This is an optimization exercise on Yosys and OpenROAD, whose aim is small area, a short achievable clock period and few clock cycles per item, not a production implementation.
At most, simulation tests tie the RTL to the original design; equivalence was not proved.
No activity file was given, so power comes from the tool's default toggle rates.

Setup of v21:
Design cc_group_enc, start of the top module:
module cc_group_enc (
    input  wire        clk,
    input  wire        rst,
    input  wire        in_valid,
    output wire        in_ready,
    input  wire [15:0] in_res,
    input  wire        in_last,
    output wire        out_valid,
    input  wire        out_ready,
    output reg  [31:0] out_data,
    output reg  [5:0]  out_len,
    output reg         out_last
);
clock: 32.0 ns
lec_check: 0
cap_margin: 20
core_margin: 2
core_utilization: 40
slew_margin: 20
standard.sh (not shown) runs the stock make flow with config.mk's settings and CLKGATE_MAP_FILE= SYNTH_SCRIPT=/design/flow/synth_recipe.tcl, a recipe that flattens the netlist after the stock synthesis.
==> flow/flow/run.sh <==
#!/bin/bash
# Layout flow: the standard ORFS steps, with the port buffers sized for
# speed, setup repair aimed below the clock period by SETUP_SLACK_MARGIN,
# and a clock tree built from larger sink clusters without dummy loads.
# Each step's full output goes to a log of its own in this folder.
set -e
export BUFFER_PORTS_ARGS="-buffer_cell sky130_fd_sc_hd__buf_4"
export SETUP_SLACK_MARGIN=25
export CTS_ARGS="-sink_clustering_enable -repair_clock_nets -dont_use_dummy_load -sink_clustering_size 24 -sink_clustering_max_diameter 110"
for step in synth floorplan place cts route finish; do
    bash standard.sh $step > $step.log 2>&1
done
diff inputs: v21 => v7
diff --git a/flow/design.v b/flow/design.v
--- a/flow/design.v
+++ b/flow/design.v
@@ -31,21 +31,21 @@
             c = 1'b0;
             for (t = 0; t < 8; t = t + 1) begin
                 if (t < 5) begin
                     add8s[t] = a[t] ^ b[t] ^ c;
                     c = (a[t] & b[t]) | (c & (a[t] ^ b[t]));
                 end else begin
                     add8s[t] = a[t] ^ c;
                     c = a[t] & c;
                 end
             end
-            add8s = add8s | {8{c}};
+            add8s = add8s | {c, c, c, c, 3'd0, c};    
         end
     endfunction
     function automatic [4:0] addk(input [3:0] q, input [3:0] c);
         reg cy;
         integer t;
         begin
             cy = 1'b0;
             for (t = 0; t < 4; t = t + 1) begin
                 addk[t] = q[t] ^ c[t] ^ cy;
                 cy = (q[t] & c[t]) | (cy & (q[t] ^ c[t]));
@@ -60,26 +60,24 @@
     assign in_ready = rdy_q;
     always @(posedge clk) begin
         ires  <= in_res;
         ilast <= in_last;
         iv    <= in_valid & rdy_q & ~rst;
     end
     wire [15:0] u = ires[15] ? ~{ires[14:0], 1'b0} : {ires[14:0], 1'b0};
     reg [15:0] ring [0:NR-1];
     reg [4:0]  wr;             
     reg [4:0]  rd;             
-    reg [4:0]  wcnt;           
-    reg [4:0]  rcnt;           
-    wire [4:0] occ = wcnt - rcnt;    
+    reg [4:0]  occ;            
     reg [7:0]  cost [0:14];
     reg [7:0]  c15;            
-    reg [4:0]  gn;             
+    reg [3:0]  gm;             
     reg        gfirst;         
     reg        fin;            
     wire [19:0] uext = {4'd0, u};
     reg  [4:0]  len_k [0:14];
     integer k;
     always @(*) begin
         for (k = 0; k < 15; k = k + 1) begin
             len_k[k] = addk(uext[k +: 4], k) | {5{(uext >> (k + 4)) != 20'd0}};
         end
     end
@@ -87,21 +85,21 @@
         if (rst) begin
             gfirst <= 1'b1;
             fin    <= 1'b0;
         end else begin
             fin <= iv & ilast;
             if (iv) gfirst <= ilast;
         end
         for (k = 0; k < 15; k = k + 1)
             cost[k] <= add8s(gfirst ? 8'd0 : cost[k], iv ? len_k[k] : 5'd0);
         c15 <= add8s(gfirst ? 8'd0 : c15, iv ? 5'd15 : 5'd0);
-        gn <= (gfirst ? 5'd0 : gn) + {4'd0, iv};
+        gm <= (gfirst ? 4'hF : gm) + {3'd0, iv};
         if (iv) ring[wr] <= u;
     end
     reg [7:0] cc  [0:15];
     reg [7:0] lv1c [0:7];
     reg [3:0] lv1k [0:7];
     reg [7:0] lv2c [0:3];
     reg [3:0] lv2k [0:3];
     reg [7:0] lv3c [0:1];
     reg [3:0] lv3k [0:1];
     reg [3:0] kbest;
@@ -194,41 +192,39 @@
     wire       g_a  = (gc + 4'd1 <= GQ);
     wire       g_b  = (gc + 4'd2 <= GQ);
     wire       tl   = in_valid & rdy_q & in_last;
     wire       rdy_s = send_a ? s_f : s_nf;
     wire       rdy_n = (adv ? rdy_s : s_nf) & (tl ? g_b : g_a);
     always @(posedge clk) begin
         if (rst) begin
             rdy_q <= 1'b1;
             wr    <= 5'd0;
             rd    <= 5'd0;
-            wcnt  <= 5'd0;
-            rcnt  <= 5'd0;
+            occ   <= 5'd0;
             qh    <= 3'd0;
             qt    <= 3'd0;
             pc    <= 2'd0;
             ov    <= 1'b0;
             idx   <= 4'd0;
             first <= 1'b1;
         end else begin
             rdy_q <= rdy_n;
             if (iv) begin
                 wr   <= wr1;
-                wcnt <= wcnt + 5'd1;
             end
             if (ld) begin
                 rd   <= rd1;
-                rcnt <= rcnt + 5'd1;
             end
             pc <= pc + {1'b0, ld} - {1'b0, take};
+            occ <= occ + {4'd0, iv} - {4'd0, ld};
             if (fin) qt <= qt + 3'd1;
             if (glast) qh <= qh + 3'd1;
             if (adv) ov <= can;
             if (emit) first <= ~honly & last_a;
             if (take) idx <= last_a ? 4'd0 : idx + 4'd1;
         end
         if (fin) begin
             qk[qt[1:0]] <= kbest;
-            qn[qt[1:0]] <= gn[3:0] - 4'd1;
+            qn[qt[1:0]] <= gm;
         end
     end
 endmodule
## What came out
The run showing the smaller met3 track demand over resource is v21.
v7 vs v21 — detailed-routing wirelength on met1 rose about 1%.
The run showing the greater final routed wirelength across all metal layers is v21.
In the tables for v7 and v21, half-perimeter wire length after detailed placement reads higher with v21.
Comparing v7 and v21, worst hold margin is higher on v21.
Delta (v7 minus v21): power density over cell area lower; worst-case setup slack after placement increased by 0.41 ns relative to the old numbers.
Looking at flip-flop and latch count after synthesis, v7 sits 5 below v21.
Final cell count: v7 and v21 compared, lower one is v7
| fmax | v21 vs v7 | ≈ equal |
In v7, highest ir drop seen on vdd is lower than in v21.
v7 vs. v21: combinational group share of total power went down by 6.4 points.
| buffering overhead | v7 vs v21 | 0.38 points higher |
Any difference in proportion of cell area occupied by registers between v7 and v21 is small enough to ignore.
No functional check of the RTL was part of any run of this note.

---

job 101:
The RTL this note starts from:
==> flow/design.v <==
module cc_group_enc (
    input  wire        clk,
    input  wire        rst,
    input  wire        in_valid,
    output wire        in_ready,
    input  wire [15:0] in_res,
    input  wire        in_last,
    output wire        out_valid,
    input  wire        out_ready,
    output reg  [31:0] out_data,
    output reg  [5:0]  out_len,
    output reg         out_last
);
    localparam integer NR = 17;    
    localparam integer NT = NR+2;  
    localparam integer GQ = 4;     
    function automatic lt8(input [7:0] a, input [7:0] b);
        reg br;
        integer t;
        begin
            br = 1'b0;
            for (t = 0; t < 8; t = t + 1)
                br = (~a[t] & b[t]) | (~a[t] & br) | (b[t] & br);
            lt8 = br;
        end
    endfunction
    function automatic [7:0] add8s(input [7:0] a, input [4:0] b);
        reg c;
        integer t;
        begin
            c = 1'b0;
            for (t = 0; t < 8; t = t + 1) begin
                if (t < 5) begin
                    add8s[t] = a[t] ^ b[t] ^ c;
                    c = (a[t] & b[t]) | (c & (a[t] ^ b[t]));
                end else begin
                    add8s[t] = a[t] ^ c;
                    c = a[t] & c;
                end
            end
            add8s = add8s | {c, c, c, c, 3'd0, c};    
        end
    endfunction
    function automatic [4:0] addk(input [3:0] q, input [3:0] c);
        reg cy;
        integer t;
        begin
            cy = 1'b0;
            for (t = 0; t < 4; t = t + 1) begin
                addk[t] = q[t] ^ c[t] ^ cy;
                cy = (q[t] & c[t]) | (cy & (q[t] ^ c[t]));
            end
            addk[4] = cy;
        end
    endfunction
    function automatic [7:0] c15n(input [3:0] m);
        case (m)
            4'd0: c15n = 8'd15;
            4'd1: c15n = 8'd30;
            4'd2: c15n = 8'd45;
            4'd3: c15n = 8'd60;
            4'd4: c15n = 8'd75;
            4'd5: c15n = 8'd90;
            4'd6: c15n = 8'd105;
            4'd7: c15n = 8'd120;
            4'd8: c15n = 8'd135;
            4'd9: c15n = 8'd150;
            4'd10: c15n = 8'd165;
            4'd11: c15n = 8'd180;
            4'd12: c15n = 8'd195;
            4'd13: c15n = 8'd210;
            4'd14: c15n = 8'd225;
            4'd15: c15n = 8'd240;
        endcase
    endfunction
    reg        rdy_q;
    reg        iv;
    reg [15:0] ires;
    reg        ilast;
    assign in_ready = rdy_q;
    always @(posedge clk) begin
        ires  <= in_res;
        ilast <= in_last;
        iv    <= in_valid & rdy_q & ~rst;
    end
    wire [15:0] u = ires[15] ? ~{ires[14:0], 1'b0} : {ires[14:0], 1'b0};
    reg [15:0] ring [0:NR-1];
    reg [4:0]  wr;             
    reg [4:0]  rd;             
    reg [4:0]  occ;            
    reg [7:0]  cost [0:14];
    reg [3:0]  gm;             
    reg        gfirst;         
    reg        fin;            
    wire [19:0] uext = {4'd0, u};
    reg  [4:0]  len_k [0:14];
    integer k;
    always @(*) begin
        for (k = 0; k < 15; k = k + 1) begin
            len_k[k] = addk(uext[k +: 4], k) | {5{(uext >> (k + 4)) != 20'd0}};
        end
    end
    always @(posedge clk) begin
        if (rst) begin
            gfirst <= 1'b1;
            fin    <= 1'b0;
        end else begin
            fin <= iv & ilast;
            if (iv) gfirst <= ilast;
        end
        for (k = 0; k < 15; k = k + 1)
            cost[k] <= add8s(gfirst ? 8'd0 : cost[k], iv ? len_k[k] : 5'd0);
        gm <= (gfirst ? 4'hF : gm) + {3'd0, iv};
        if (iv) ring[wr] <= u;
    end
    reg [7:0] cc  [0:15];
    reg [7:0] lv1c [0:7];
    reg [3:0] lv1k [0:7];
    reg [7:0] lv2c [0:3];
    reg [3:0] lv2k [0:3];
    reg [7:0] lv3c [0:1];
    reg [3:0] lv3k [0:1];
    reg [3:0] kbest;
    integer gg;
    always @(*) begin
        for (gg = 0; gg < 15; gg = gg + 1) cc[gg] = cost[gg];
        cc[15] = c15n(gm);    
        for (gg = 0; gg < 8; gg = gg + 1) begin
            if (lt8(cc[2*gg+1], cc[2*gg])) begin lv1c[gg] = cc[2*gg+1]; lv1k[gg] = 2*gg+1; end
            else                           begin lv1c[gg] = cc[2*gg];   lv1k[gg] = 2*gg;   end
        end
        for (gg = 0; gg < 4; gg = gg + 1) begin
            if (lt8(lv1c[2*gg+1], lv1c[2*gg])) begin lv2c[gg] = lv1c[2*gg+1]; lv2k[gg] = lv1k[2*gg+1]; end
            else                               begin lv2c[gg] = lv1c[2*gg];   lv2k[gg] = lv1k[2*gg];   end
        end
        for (gg = 0; gg < 2; gg = gg + 1) begin
            if (lt8(lv2c[2*gg+1], lv2c[2*gg])) begin lv3c[gg] = lv2c[2*gg+1]; lv3k[gg] = lv2k[2*gg+1]; end
            else                               begin lv3c[gg] = lv2c[2*gg];   lv3k[gg] = lv2k[2*gg];   end
        end
        kbest = lt8(lv3c[1], lv3c[0]) ? lv3k[1] : lv3k[0];
    end
    reg [3:0] qk [0:3];
    reg [3:0] qn [0:3];
    reg [2:0] qh;              
    reg [2:0] qt;              
    wire [2:0] gq = qt - qh;   
    reg [1:0]  pc;             
    reg [15:0] pu;             
    reg [15:0] pb;             
    wire       pv = (pc != 2'd0);
    reg        ov;
    reg [3:0]  idx;            
    reg        first;          
    assign out_valid = ov;
    wire [3:0]  kh  = qk[qh[1:0]];
    wire [3:0]  nh  = qn[qh[1:0]];
    wire        k15 = (kh == 4'd15);
    wire [31:0] sr  = {pu, 16'd0} >> kh;            
    wire [15:0] hi  = sr[31:16];
    wire [15:0] lo  = sr[15:0];
    wire [3:0]  q   = hi[3:0];
    wire        esc = ~k15 & (|hi[15:4]);
    wire [47:0] rv  = {16'hFFFF, 1'b0, lo, 15'd0};
    wire [31:0] rc  = rv[47:0] >> q;                
    wire [4:0]  qk1 = {1'b0, q} + {1'b0, kh} + 5'd1;
    wire        honly = first & esc;
    reg  [31:0] beat;
    reg  [5:0]  blen;
    always @(*) begin
        if (honly) begin
            beat = {kh, 28'd0};
            blen = 6'd4;
        end else if (esc) begin
            beat = {16'hFFFF, pu};
            blen = 6'd32;
        end else if (k15) begin
            beat = first ? {4'hF, pu, 12'd0} : {pu, 16'd0};
            blen = first ? 6'd20 : 6'd16;
        end else begin
            beat = first ? {kh, rc[31:4]} : rc;
            blen = {1'b0, qk1} + (first ? 6'd4 : 6'd0);
        end
    end
    wire can    = pv & (gq != 3'd0);                
    wire send_a = can & ~honly;                     
    wire last_a = send_a & (idx == nh);             
    wire ld     = (occ != 5'd0) & (pc != 2'd2);
    wire [15:0] rdat = ring[rd];
    wire adv   = ~ov | out_ready;
    wire emit  = adv & can;
    wire take  = adv & send_a;
    wire glast = adv & last_a;
    always @(posedge clk) begin
        if (emit) begin
            out_data <= beat;
            out_len  <= blen;
            out_last <= last_a;
        end
        if (take | (pc == 2'd0))
            pu <= (pc == 2'd2) ? pb : rdat;
        if (~take & (pc == 2'd1))
            pb <= rdat;
    end
    wire [4:0] wr1 = (wr == NR - 1) ? 5'd0 : wr + 5'd1;
    wire [4:0] rd1 = (rd == NR - 1) ? 5'd0 : rd + 5'd1;
    wire [5:0] tot  = {1'b0, occ} + {4'd0, pc} + {5'd0, iv} + {5'd0, rdy_q};
    wire       s_nf = (tot + 6'd1 <= NT);           
    wire       s_f  = (tot <= NT);                  
    wire [3:0] gc   = {1'b0, gq} + {3'd0, fin} + {3'd0, iv & ilast};
    wire       g_a  = (gc + 4'd1 <= GQ);
    wire       g_b  = (gc + 4'd2 <= GQ);
    wire       tl   = in_valid & rdy_q & in_last;
    wire       rdy_s = send_a ? s_f : s_nf;
    wire       rdy_n = (adv ? rdy_s : s_nf) & (tl ? g_b : g_a);
    always @(posedge clk) begin
        if (rst) begin
            rdy_q <= 1'b1;
            wr    <= 5'd0;
            rd    <= 5'd0;
            occ   <= 5'd0;
            qh    <= 3'd0;
            qt    <= 3'd0;
            pc    <= 2'd0;
            ov    <= 1'b0;
            idx   <= 4'd0;
            first <= 1'b1;
        end else begin
            rdy_q <= rdy_n;
            if (iv) begin
                wr   <= wr1;
            end
            if (ld) begin
                rd   <= rd1;
            end
            pc <= pc + {1'b0, ld} - {1'b0, take};
            occ <= occ + {4'd0, iv} - {4'd0, ld};
            if (fin) qt <= qt + 3'd1;
            if (glast) qh <= qh + 3'd1;
            if (adv) ov <= can;
            if (emit) first <= ~honly & last_a;
            if (take) idx <= last_a ? 4'd0 : idx + 4'd1;
        end
        if (fin) begin
            qk[qt[1:0]] <= kbest;
            qn[qt[1:0]] <= gm;
        end
    end
endmodule
==> flow/config.mk <==
export PLATFORM = sky130hd
export DESIGN_NAME = cc_group_enc
export DESIGN_NICKNAME = cc_group_enc
export VERILOG_FILES = /design/flow/design.v
export SDC_FILE = /design/flow/constraint.sdc
export NUM_CORES = 4
export LEC_CHECK = 0
export CAP_MARGIN = 20
export CORE_MARGIN = 2
export CORE_UTILIZATION = 40
export SLEW_MARGIN = 20
==> flow/constraint.sdc <==
create_clock -name core_clock -period 32.0 [get_ports {clk}]
set_input_delay 6.4000 -clock core_clock [delete_from_list [all_inputs] [get_ports {clk}]]
set_output_delay 6.4000 -clock core_clock [all_outputs]
set_load 0.01 [all_outputs]
Scripts as last shown in full above: flow/flow/run.sh
Testbench counts of job 101, summed over its fixed seeds: cycles 48,146, items 3,200.
[inputs] job 102 vs job 101
--- a/flow/design.v
+++ b/flow/design.v
@@ -156,32 +156,18 @@
     wire [3:0]  nh  = qn[qh[1:0]];
     wire        k15 = (kh == 4'd15);
     wire [31:0] sr  = {pu, 16'd0} >> kh;            
     wire [15:0] hi  = sr[31:16];
-    wire [15:0] lo  = sr[15:0];
-    wire [3:0]  q   = hi[3:0];
     wire        esc = ~k15 & (|hi[15:4]);
-    wire [47:0] rv  = {16'hFFFF, 1'b0, lo, 15'd0};
-    wire [31:0] rc  = rv[47:0] >> q;                
-    wire [4:0]  qk1 = {1'b0, q} + {1'b0, kh} + 5'd1;
+    wire [3:0]  nq  = esc ? 4'd15 : k15 ? 4'd0 : hi[3:0];
+    wire        zb  = esc | (k15 & hi[0]);
+    wire [15:0] lf  = esc ? pu : sr[15:0];
+    wire [47:0] rv  = {16'hFFFF, zb, lf, 15'd0};
+    wire [31:0] rc  = rv[47:0] >> nq;
+    wire [4:0]  qk1 = {1'b0, nq} + {1'b0, kh} + 5'd1;    
     wire        honly = first & esc;
-    reg  [31:0] beat;
-    reg  [5:0]  blen;
-    always @(*) begin
-        if (honly) begin
-            beat = {kh, 28'd0};
-            blen = 6'd4;
-        end else if (esc) begin
-            beat = {16'hFFFF, pu};
-            blen = 6'd32;
-        end else if (k15) begin
-            beat = first ? {4'hF, pu, 12'd0} : {pu, 16'd0};
-            blen = first ? 6'd20 : 6'd16;
-        end else begin
-            beat = first ? {kh, rc[31:4]} : rc;
-            blen = {1'b0, qk1} + (first ? 6'd4 : 6'd0);
-        end
-    end
+    wire [31:0] beat = first ? {kh, rc[31:4]} : rc;
+    wire [5:0]  blen = honly ? 6'd4 : esc ? 6'd32 : {1'b0, qk1} + (first ? 6'd4 : 6'd0);
     wire can    = pv & (gq != 3'd0);                
     wire send_a = can & ~honly;                     
     wire last_a = send_a & (idx == nh);             
     wire ld     = (occ != 5'd0) & (pc != 2'd2);
### Flow results
Die area improves in job 102 relative to job 101.
On area overhead of the layout relative to synthesis: between job 102 and job 101, it ends up lower for job 101.
In the metrics for job 102 and job 101, the one carrying the higher pre-CTS setup slack is job 102.
Going from job 101 to job 102, clock power shrank slightly.
Job 102 ends up with lower count of nets after finishing than job 101 does.
Diff job 101 -> job 102: design area fell 2.0%, met1 global-route usage dropped 1.7 points, sequential share of layout area went up 0.95 points.
Job 102 ended up with a lower insertion delay to the later sink of the worst-skew pair than job 101 did.
From job 101 to job 102, post-route DRC violation count did not move at all.
Job 102 against job 101: overall power after layout shrank by 7.2%; area of combinational cells with multiple inputs shrank by 6.0%.
Testbench counts of job 102, summed over its fixed seeds: cycles 48,146, items 3,200.

==> re-timing with driven ports <==
The results above use ideal ports. As a check the final layouts listed here were re-extracted and re-timed, cells and wires unchanged.
Step 1: set_driving_cell puts a clkbuf_16 on clk and a buf_2 on each other input, an assumption about the parent block.
Step 2, shift: input delay + t, output delay - t, t = (earliest + latest rising clock arrival at the registers) / 2. This alone moves slack from input paths to output paths.
Slacks: ideal ports / drivers / drivers and shift; pairs: ideal ports / drivers.
| run | shift t [ns] | slack for setup (ns) | hold slack, ns | latest minus earliest clock arrival (ns) | pins driven straight from the clock port |
|---|---|---|---|---|---|
| v21 | 0.648 | 24.417 / 24.357 / 24.099 | 0.521 / 0.521 / 0.521 | 0.083 / 0.083 | 1 |
| v7 | 0.659 | 24.411 / 24.351 / 24.133 | 0.509 / 0.509 / 0.509 | 0.072 / 0.071 | 1 |
| job 101 | 0.657 | 24.409 / 24.340 / 24.068 | 0.528 / 0.528 / 0.528 | 0.074 / 0.074 | 1 |
| job 102 | 0.641 | 24.481 / 24.418 / 24.073 | 0.534 / 0.534 / 0.534 | 0.082 / 0.082 | 1 |
After both steps setup and hold are still met in every run listed. The setup slack of job 102, which loses most, moves by -0.063 ns with the drivers and by -0.408 ns with both steps.
